Source: an optimization exercise on an open RTL-to-GDS flow (aim: small area, a short achievable clock period and few clock cycles per item). Production flows keep margins and buffers that such runs may drop. RTL that was checked went through simulation tests only; none was proved equivalent to the original. Power is estimated from default activity; no workload was simulated.

==> flow/design.v (excerpt) <==
module psn_line_decoder (
    input  wire        clk,
    input  wire        rst_n,
    input  wire        in_valid,
    output wire        in_ready,
    input  wire [39:0] in_beat,
    input  wire        in_marked,
    input  wire [3:0]  in_mark_pos,
    output wire        out_valid,
    input  wire        out_ready,
    output wire [31:0] out_data,
    output wire        out_last,
    output wire [2:0]  out_status,
    output wire [3:0]  out_pos
);
    localparam integer RN = 18;           
    localparam integer EX = RN - 2;       
    localparam [2:0] ST_CLEAN     = 3'd0;
    localparam [2:0] ST_CORRECTED = 3'd1;
    localparam [2:0] ST_ERASURE   = 3'd2;
    localparam [2:0] ST_UNCORR    = 3'd3;
    localparam [2:0] ST_POISON    = 3'd4;
    function [3:0] gf_mul;
        input [3:0] a;
        input [3:0] b;
        reg   [6:0] p;
        integer i;
        begin
            p = 7'd0;
            for (i = 0; i < 4; i = i + 1)
                if (b[i]) p = p ^ ({3'd0, a} << i);
            if (p[6]) p = p ^ 7'b1001100;
            if (p[5]) p = p ^ 7'b0100110;
            if (p[4]) p = p ^ 7'b0010011;
            gf_mul = p[3:0];
        end
    endfunction
    function [3:0] locator;
        input [3:0] p;
        begin
            case (p)
                4'd0: locator = 4'hA;  4'd1: locator = 4'h5;  4'd2: locator = 4'hB;
                4'd3: locator = 4'hC;  4'd4: locator = 4'h6;  4'd5: locator = 4'h3;
                4'd6: locator = 4'h8;  4'd7: locator = 4'h4;  4'd8: locator = 4'h2;
                4'd9: locator = 4'h1;
                default: locator = 4'h0;
            endcase
        end
    endfunction
    function [4:0] dec_off;
        input [4:0] s;
        begin
            dec_off = (s == 5'd0) ? RN - 1 : s - 5'd1;
        end
    endfunction
    reg [31:0] r0_d;            
    reg [3:0]  r0_s;            
    reg [31:0] rd [1:RN-1];
    reg [3:0]  rs [1:RN-1];
    reg        in_ready_q;
    wire       wr = in_valid & in_ready_q;
    reg [3:0] s0_in, s1_in;
    integer k;
    always @(*) begin
        s0_in = 4'd0;
        s1_in = 4'd0;
        for (k = 0; k < 10; k = k + 1) begin
            s0_in = s0_in ^ in_beat[4*k +: 4];
  ...
Size: about 750 flip-flops, ~91 I/O pins.
Settings: LEC_CHECK=0, CAP_MARGIN=10, CORE_MARGIN=2, CORE_UTILIZATION=40, CTS_CLUSTER_DIAMETER=80, CTS_CLUSTER_SIZE=30, SETUP_SLACK_MARGIN=4.3, SLEW_MARGIN=10; clock period 7.0 ns.
standard.sh (not shown) runs the stock make flow with config.mk's settings and CLKGATE_MAP_FILE= SYNTH_SCRIPT=/design/flow/synth_recipe.tcl, a recipe that flattens the netlist after the stock synthesis.
==> flow/flow/run.sh <==
#!/bin/bash
# The standard layout (standard.sh, unchanged synthesis, floorplan, power grid and
# routing) with two settings passed to the ORFS scripts:
#  - the ports are buffered with sky130_fd_sc_hd__buf_2 instead of the default cell
#    (clkdlybuf4s50_1, a delay cell), still one buffer per input and output port;
#  - clock tree synthesis without dummy loads, with the sink clustering of config.mk.
# standard.sh's full output goes to standard.log in the work folder; ORFS's own logs
# stay under orfs/logs.
set -euo pipefail
export BUFFER_PORTS_ARGS="-buffer_cell sky130_fd_sc_hd__buf_2"
export CTS_ARGS="-sink_clustering_enable -repair_clock_nets -sink_clustering_size 30 -sink_clustering_max_diameter 80 -dont_use_dummy_load"
bash standard.sh > standard.log 2>&1
Edit:
--- a/flow/design.v
+++ b/flow/design.v
@@ -108,25 +108,31 @@
     always @(*) begin
         for (p = 0; p < 10; p = p + 1)
             b_good[p] = ((q_s1 ^ gf_mul(locator(p[3:0]), r0_s)) == 4'd0);
         lm  = locator(q_mp);
         r_m = q_s1 ^ gf_mul(lm, r0_s);
     end
     wire b_clean  = (r0_s == 4'd0) && (q_s1 == 4'd0);
     wire b_poison = q_mk ? (r_m == 4'h2) : (r0_s == 4'h0 && q_s1 == 4'h2);
     wire       first = q_first;
     wire [9:0] n_good   = (first ? 10'h3FF : f_good) & b_good;
     wire       n_clean  = (first | f_clean)  & b_clean;
     wire       n_poison = (first | f_poison) & b_poison;
-    wire       n_eras   = (first | f_good[q_mp]) & (r_m == 4'd0);
+    reg        n_eras;          
+    integer e;
+    always @(*) begin
+        n_eras = 1'b0;
+        for (e = 0; e < 10; e = e + 1)
+            if (q_mp == e) n_eras = n_good[e];
+    end
     reg [2:0] dec_st;
     reg [3:0] dec_fp;
     always @(*) begin
         dec_st = ST_UNCORR;
         dec_fp = 4'hF;
         if (n_poison) begin
             dec_st = ST_POISON;
             dec_fp = q_mk ? q_mp : 4'hF;
         end else if (!q_mk) begin
             if (n_clean) begin
                 dec_st = ST_CLEAN;
             end else if (|n_good) begin
@@ -179,25 +185,44 @@
     wire       in_ready_n = ~full_n & (slot_n | zero_n);
     always @(posedge clk) begin
         if (!rst_n) begin
             q_v        <= 1'b0;
             bcnt       <= 4'd0;
             pend_v     <= 1'b0;
             wr_off     <= 5'd0;
             rd_off     <= 5'd0;
             count      <= 5'd0;
             rd_idx     <= 4'd0;
             a_v        <= 1'b0;
             in_ready_q <= 1'b1;
+            pend_st    <= ST_CLEAN;
+            pend_fp    <= 4'hF;
+            a_d        <= 32'd0;
+            a_last     <= 1'b0;
+            a_st       <= ST_CLEAN;
+            a_pos      <= 4'hF;
+            a_fp       <= 4'hF;
         end else begin
+            if (q_v && q_last) begin
+                pend_st <= dec_st;
+                pend_fp <= dec_fp;
+            end
+            if (ext) begin
+                a_last <= (rd_idx == 4'd15);
+                a_st   <= x_st;
+                a_pos  <= (x_st == ST_CORRECTED || x_st == ST_ERASURE) ? x_fp : 4'hF;
+                a_fp   <= x_fp;
+            end
+            if (a_load)
+                a_d <= rd[EX] ^ x_mask;
             q_v <= wr;
             if (inc)
                 count <= count_p1;
             else if (dec)
                 count <= count_m1;
             wr_off <= wr ? 5'd0 : dec_off(wr_off);
             if (wr && count == 5'd0)
                 rd_off <= RN - 2;
             else if (!ext)
                 rd_off <= dec_off(rd_off);
             in_ready_q <= in_ready_n;
             if (wr)
@@ -208,33 +233,21 @@
                 pend_v <= 1'b0;
             if (a_load)
                 a_v <= ext_ok;
             if (ext)
                 rd_idx <= rd_idx + 4'd1;
         end
     end
     always @(posedge clk) begin
         if (q_v) begin
             f_good   <= n_good;
             f_clean  <= n_clean;
             f_poison <= n_poison;
-            if (q_last) begin
-                pend_st <= dec_st;
-                pend_fp <= dec_fp;
-            end
-        end
-        if (ext) begin
-            a_last <= (rd_idx == 4'd15);
-            a_st   <= x_st;
-            a_pos  <= (x_st == ST_CORRECTED || x_st == ST_ERASURE) ? x_fp : 4'hF;
-            a_fp   <= x_fp;
-        end
-        if (a_load)
-            a_d <= rd[EX] ^ x_mask;
+        end
     end
     assign in_ready   = in_ready_q;
     assign out_valid  = a_v;
     assign out_data   = a_d;
     assign out_last   = a_last;
     assign out_status = a_st;
     assign out_pos    = a_pos;
 endmodule
After rerunning: Clock power is about the same. Design area climbs slightly. Sequential share of layout area drops by 2.8 points. Synthesized cell count climbs by roughly a tenth. Global-route usage climbs by 0.20 points. Register-to-register slack gets worse by 40 ps. Worst hold slack gets worse by 28 ps. Routed wire length climbs by a few percent. Area after synthesis climbs slightly. Cell count climbs by a few percent. Non-clock buffer count climbs by 8. Combinational power climbs by a few percent. Clock skew is about the same.
No run of this note included a check of the RTL's function; only the layout flow was run.

---

psn_line_decoder, a different RTL version from the one above (not shown whole).
For scale: roughly 760 flip-flops, roughly 91 I/O pins.
Settings: LEC_CHECK=0, CAP_MARGIN=10, CORE_MARGIN=2, CORE_UTILIZATION=40, CTS_CLUSTER_DIAMETER=80, CTS_CLUSTER_SIZE=30, SETUP_SLACK_MARGIN=4.3, SLEW_MARGIN=10; clock period 7.0 ns.
Scripts as last shown in full above: flow/flow/run.sh
Testbench counts at the start, summed over its fixed seeds: cycles 23,148, lines 1,440.
Edit:
--- a/flow/design.v
+++ b/flow/design.v
@@ -83,42 +83,50 @@
         for (i = 2; i < RN; i = i + 1) begin
             rd[i] <= rd[i-1];
             rs[i] <= rs[i-1];
         end
     end
     reg        q_v;
-    reg [3:0]  q_s0, q_s1;
+    reg [3:0]  q_s1;            
     reg        q_mk;
     reg [3:0]  q_mp;
     always @(posedge clk) begin
-        q_s0 <= s0_in;
         q_s1 <= s1_in;
         q_mk <= in_marked;
         q_mp <= in_mark_pos;
-    end
-    reg [3:0]  fcnt;            
+        q_first <= (bcnt == 4'd0);
+        q_last  <= (bcnt == 4'd15);
+    end
+    reg [3:0]  bcnt;            
+    reg        q_first, q_last;  
     reg [9:0]  f_good;          
     reg        f_clean;
     reg        f_poison;
     reg [9:0]  b_good;
     reg [3:0]  r_m;
     reg [3:0]  lm;
     integer p;
     always @(*) begin
         for (p = 0; p < 10; p = p + 1)
-            b_good[p] = ((q_s1 ^ gf_mul(locator(p[3:0]), q_s0)) == 4'd0);
+            b_good[p] = ((q_s1 ^ gf_mul(locator(p[3:0]), r0_s)) == 4'd0);
         lm  = locator(q_mp);
-        r_m = q_s1 ^ gf_mul(lm, q_s0);
-    end
-    wire b_clean  = (q_s0 == 4'd0) && (q_s1 == 4'd0);
-    wire b_poison = q_mk ? (r_m == 4'h2) : (q_s0 == 4'h0 && q_s1 == 4'h2);
-    wire       first = (fcnt == 4'd0);
+        r_m = q_s1 ^ gf_mul(lm, r0_s);
+    end
+    wire b_clean  = (r0_s == 4'd0) && (q_s1 == 4'd0);
+    wire b_poison = q_mk ? (r_m == 4'h2) : (r0_s == 4'h0 && q_s1 == 4'h2);
+    wire       first = q_first;
     wire [9:0] n_good   = (first ? 10'h3FF : f_good) & b_good;
     wire       n_clean  = (first | f_clean)  & b_clean;
     wire       n_poison = (first | f_poison) & b_poison;
-    wire       n_eras   = (first | f_good[q_mp]) & (r_m == 4'd0);
+    reg        n_eras;          
+    integer e;
+    always @(*) begin
+        n_eras = 1'b0;
+        for (e = 0; e < 10; e = e + 1)
+            if (q_mp == e) n_eras = n_good[e];
+    end
     reg [2:0] dec_st;
     reg [3:0] dec_fp;
     always @(*) begin
         dec_st = ST_UNCORR;
         dec_fp = 4'hF;
         if (n_poison) begin
@@ -175,13 +183,13 @@
     wire       zero_n = (c_eq0 & ~inc) | (c_eq1 & dec);
     wire       slot_n = wr | (wr_off == 5'd1);
     wire       in_ready_n = ~full_n & (slot_n | zero_n);
     always @(posedge clk) begin
         if (!rst_n) begin
             q_v        <= 1'b0;
-            fcnt       <= 4'd0;
+            bcnt       <= 4'd0;
             pend_v     <= 1'b0;
             wr_off     <= 5'd0;
             rd_off     <= 5'd0;
             count      <= 5'd0;
             rd_idx     <= 4'd0;
             a_v        <= 1'b0;
@@ -195,15 +203,15 @@
             wr_off <= wr ? 5'd0 : dec_off(wr_off);
             if (wr && count == 5'd0)
                 rd_off <= RN - 2;
             else if (!ext)
                 rd_off <= dec_off(rd_off);
             in_ready_q <= in_ready_n;
-            if (q_v)
-                fcnt <= fcnt + 4'd1;
-            if (q_v && fcnt == 4'd15)
+            if (wr)
+                bcnt <= bcnt + 4'd1;
+            if (q_v && q_last)
                 pend_v <= 1'b1;
             else if (ext && rd_idx == 4'd0)
                 pend_v <= 1'b0;
             if (a_load)
                 a_v <= ext_ok;
             if (ext)
@@ -212,13 +220,13 @@
     end
     always @(posedge clk) begin
         if (q_v) begin
             f_good   <= n_good;
             f_clean  <= n_clean;
             f_poison <= n_poison;
-            if (fcnt == 4'd15) begin
+            if (q_last) begin
                 pend_st <= dec_st;
                 pend_fp <= dec_fp;
             end
         end
         if (ext) begin
             a_last <= (rd_idx == 4'd15);
Effect:
- clock power barely changes
- synthesized cell count increases by about 2.6%
- via count went up by about 2.7%
- global-route usage is higher by 0.54 points
- non-clock buffer count goes up by 5
- wire length rose by 5.5%
- total power came out lower by 2.0%
- clock-buffer cell count is unchanged
- synthesized area came out higher by about 0.37%
Testbench counts after the change, summed over its fixed seeds: cycles 23,148, lines 1,440.

---

the reference run:
Another version of the RTL of psn_line_decoder (not shown whole).
Size: ~1400 cells after synthesis, roughly 760 flip-flops, about 91 I/O pins, roughly 20000 um2 of cells after synthesis.
export LEC_CHECK = 0
export CAP_MARGIN = 10
export CORE_MARGIN = 2
export CORE_UTILIZATION = 40
export CTS_CLUSTER_DIAMETER = 80
export CTS_CLUSTER_SIZE = 30
export SETUP_SLACK_MARGIN = 4.3
export SLEW_MARGIN = 10
create_clock -name core_clock -period 7.0 [get_ports {clk}]
Scripts as last shown in full above: flow/flow/run.sh
Modified inputs, the trial run compared to the reference run
--- a/flow/design.v
+++ b/flow/design.v
@@ -82,19 +82,18 @@
         rs[1] <= r0_s;
         for (i = 2; i < RN; i = i + 1) begin
             rd[i] <= rd[i-1];
             rs[i] <= rs[i-1];
         end
     end
     reg        q_v;
-    reg [3:0]  q_s0, q_s1;
+    reg [3:0]  q_s1;            
     reg        q_mk;
     reg [3:0]  q_mp;
     always @(posedge clk) begin
-        q_s0 <= s0_in;
         q_s1 <= s1_in;
         q_mk <= in_marked;
         q_mp <= in_mark_pos;
         q_first <= (bcnt == 4'd0);
         q_last  <= (bcnt == 4'd15);
     end
     reg [3:0]  bcnt;            
@@ -104,20 +103,20 @@
     reg        f_poison;
     reg [9:0]  b_good;
     reg [3:0]  r_m;
     reg [3:0]  lm;
     integer p;
     always @(*) begin
         for (p = 0; p < 10; p = p + 1)
-            b_good[p] = ((q_s1 ^ gf_mul(locator(p[3:0]), q_s0)) == 4'd0);
+            b_good[p] = ((q_s1 ^ gf_mul(locator(p[3:0]), r0_s)) == 4'd0);
         lm  = locator(q_mp);
-        r_m = q_s1 ^ gf_mul(lm, q_s0);
-    end
-    wire b_clean  = (q_s0 == 4'd0) && (q_s1 == 4'd0);
-    wire b_poison = q_mk ? (r_m == 4'h2) : (q_s0 == 4'h0 && q_s1 == 4'h2);
+        r_m = q_s1 ^ gf_mul(lm, r0_s);
+    end
+    wire b_clean  = (r0_s == 4'd0) && (q_s1 == 4'd0);
+    wire b_poison = q_mk ? (r_m == 4'h2) : (r0_s == 4'h0 && q_s1 == 4'h2);
     wire       first = q_first;
     wire [9:0] n_good   = (first ? 10'h3FF : f_good) & b_good;
     wire       n_clean  = (first | f_clean)  & b_clean;
     wire       n_poison = (first | f_poison) & b_poison;
     reg        n_eras;          
     integer e;
     always @(*) begin
@@ -161,66 +160,62 @@
     wire [3:0] x_fp = (rd_idx == 4'd0) ? pend_fp : a_fp;
     reg [31:0] x_mask;
     integer n;
     always @(*) begin
         for (n = 0; n < 8; n = n + 1)
             x_mask[4*n +: 4] = (x_fp == n) ? rs[EX] : 4'd0;
     end
+    wire       inc = wr & ~ext;
+    wire       dec = ext & ~wr;
+    wire [4:0] count_p1 = count + 5'd1;
+    wire [4:0] count_m1 = count - 5'd1;
     wire       c_eq0  = (count == 5'd0);
     wire       c_eq1  = (count == 5'd1);
     wire       c_eqf1 = (count == RN - 1);
     wire       c_eqf  = (count == RN);
-    wire       slot1  = (wr_off == 5'd1);
-    wire [4:0] count_p1 = count + 5'd1;
-    wire [4:0] count_m1 = count - 5'd1;
-    reg  [4:0] cnt_c [0:3];
-    reg  [3:0] rdy_c;
-    reg        c_wr, c_ext, c_inc, c_dec, c_full, c_zero;
-    integer h;
-    always @(*) begin
-        for (h = 0; h < 4; h = h + 1) begin
-            c_wr   = h[1] & in_ready_q;                
-            c_ext  = ext_ok & (~a_v | h[0]);           
-            c_inc  = c_wr & ~c_ext;
-            c_dec  = c_ext & ~c_wr;
-            cnt_c[h] = c_inc ? count_p1 : c_dec ? count_m1 : count;
-            c_full = (c_eqf1 & c_inc) | (c_eqf & ~c_dec);
-            c_zero = (c_eq0 & ~c_inc) | (c_eq1 & c_dec);
-            rdy_c[h] = ~c_full & (c_wr | slot1 | c_zero);
-        end
-    end
-    wire [4:0] count_n    = cnt_c[{in_valid, out_ready}];
-    wire       in_ready_n = rdy_c[{in_valid, out_ready}];
+    wire       full_n = (c_eqf1 & inc) | (c_eqf & ~dec);
+    wire       zero_n = (c_eq0 & ~inc) | (c_eq1 & dec);
+    wire       slot_n = wr | (wr_off == 5'd1);
+    wire       in_ready_n = ~full_n & (slot_n | zero_n);
     always @(posedge clk) begin
         if (!rst_n) begin
             q_v        <= 1'b0;
             bcnt       <= 4'd0;
             pend_v     <= 1'b0;
             wr_off     <= 5'd0;
             rd_off     <= 5'd0;
             count      <= 5'd0;
             rd_idx     <= 4'd0;
             a_v        <= 1'b0;
             in_ready_q <= 1'b1;
+            pend_st    <= ST_CLEAN;
+            pend_fp    <= 4'hF;
             a_d        <= 32'd0;
             a_last     <= 1'b0;
             a_st       <= ST_CLEAN;
             a_pos      <= 4'hF;
             a_fp       <= 4'hF;
         end else begin
+            if (q_v && q_last) begin
+                pend_st <= dec_st;
+                pend_fp <= dec_fp;
+            end
             if (ext) begin
                 a_last <= (rd_idx == 4'd15);
                 a_st   <= x_st;
                 a_pos  <= (x_st == ST_CORRECTED || x_st == ST_ERASURE) ? x_fp : 4'hF;
                 a_fp   <= x_fp;
             end
             if (a_load)
                 a_d <= rd[EX] ^ x_mask;
             q_v <= wr;
-            count <= count_n;
+            if (inc)
+                count <= count_p1;
+            else if (dec)
+                count <= count_m1;
             wr_off <= wr ? 5'd0 : dec_off(wr_off);
             if (wr && count == 5'd0)
                 rd_off <= RN - 2;
             else if (!ext)
                 rd_off <= dec_off(rd_off);
             in_ready_q <= in_ready_n;
             if (wr)
@@ -236,18 +231,14 @@
         end
     end
     always @(posedge clk) begin
         if (q_v) begin
             f_good   <= n_good;
             f_clean  <= n_clean;
             f_poison <= n_poison;
-            if (q_last) begin
-                pend_st <= dec_st;
-                pend_fp <= dec_fp;
-            end
         end
     end
     assign in_ready   = in_ready_q;
     assign out_valid  = a_v;
     assign out_data   = a_d;
     assign out_last   = a_last;
     assign out_status = a_st;
==> summary.txt <==
Final cell utilization of the core sits lower in the trial run than in the reference run.
In the trial run, the cell area came out 3.1% below the value in the reference run.
Via density per instance, the reference run and the trial run: lower on the reference run
Of the two values seen for end of the critical path, pend_fp[0]$_DFFE_PP_ was produced by the reference run and pend_fp[0]$_SDFFE_PN1P_ by the trial run.
Looking at number of enable flip-flop cells after synthesis across the reference run and the trial run, the one that comes out higher is the reference run.
The core region area in the trial run sits 410 um2 below the value recorded for the reference run.
Across both runs, combinational cell fraction of total power was lower for the trial run than for the reference run.
Number of maximum-capacitance constraint violations came out exactly the same in the reference run and the trial run.
No functional check of the RTL was part of any run of this note.

[separate check: timing with driven ports]
The flow's constraints put no driver on any port. The routed layouts listed below were extracted and timed again, unchanged, in two steps.
Step 1, drivers: a clkbuf_16 drives clk and a buf_2 each remaining input, both assumed.
Step 2 also shifts input and output timing later by t, the mid clock arrival at the registers, as if the neighbouring blocks saw the same clock.
a / b / c = no drivers / after step 1 / after step 2; a / b = the first two.
run | t, ns | setup slack, ns | worst slew at a driven data input, ns
the first run of note 1 | 0.583 | 4.368 / 4.329 / 3.894 | 0.09
the second run of note 1 | 0.615 | 4.325 / 4.325 / 3.890 | 0.11
the first run of note 2 | 0.598 | 4.345 / 4.290 / 3.919 | 0.06
the second run of note 2 | 0.583 | 4.363 / 4.310 / 3.870 | 0.07
the reference run | 0.644 | 4.148 / 4.148 / 3.815 | 0.06
the trial run | 0.633 | 4.274 / 4.274 / 3.916 | 0.07
After both steps every run listed still meets setup and hold. For the second run of note 2, which loses most, drivers alone change the setup slack by -0.053 ns; drivers and shift together by -0.493 ns.
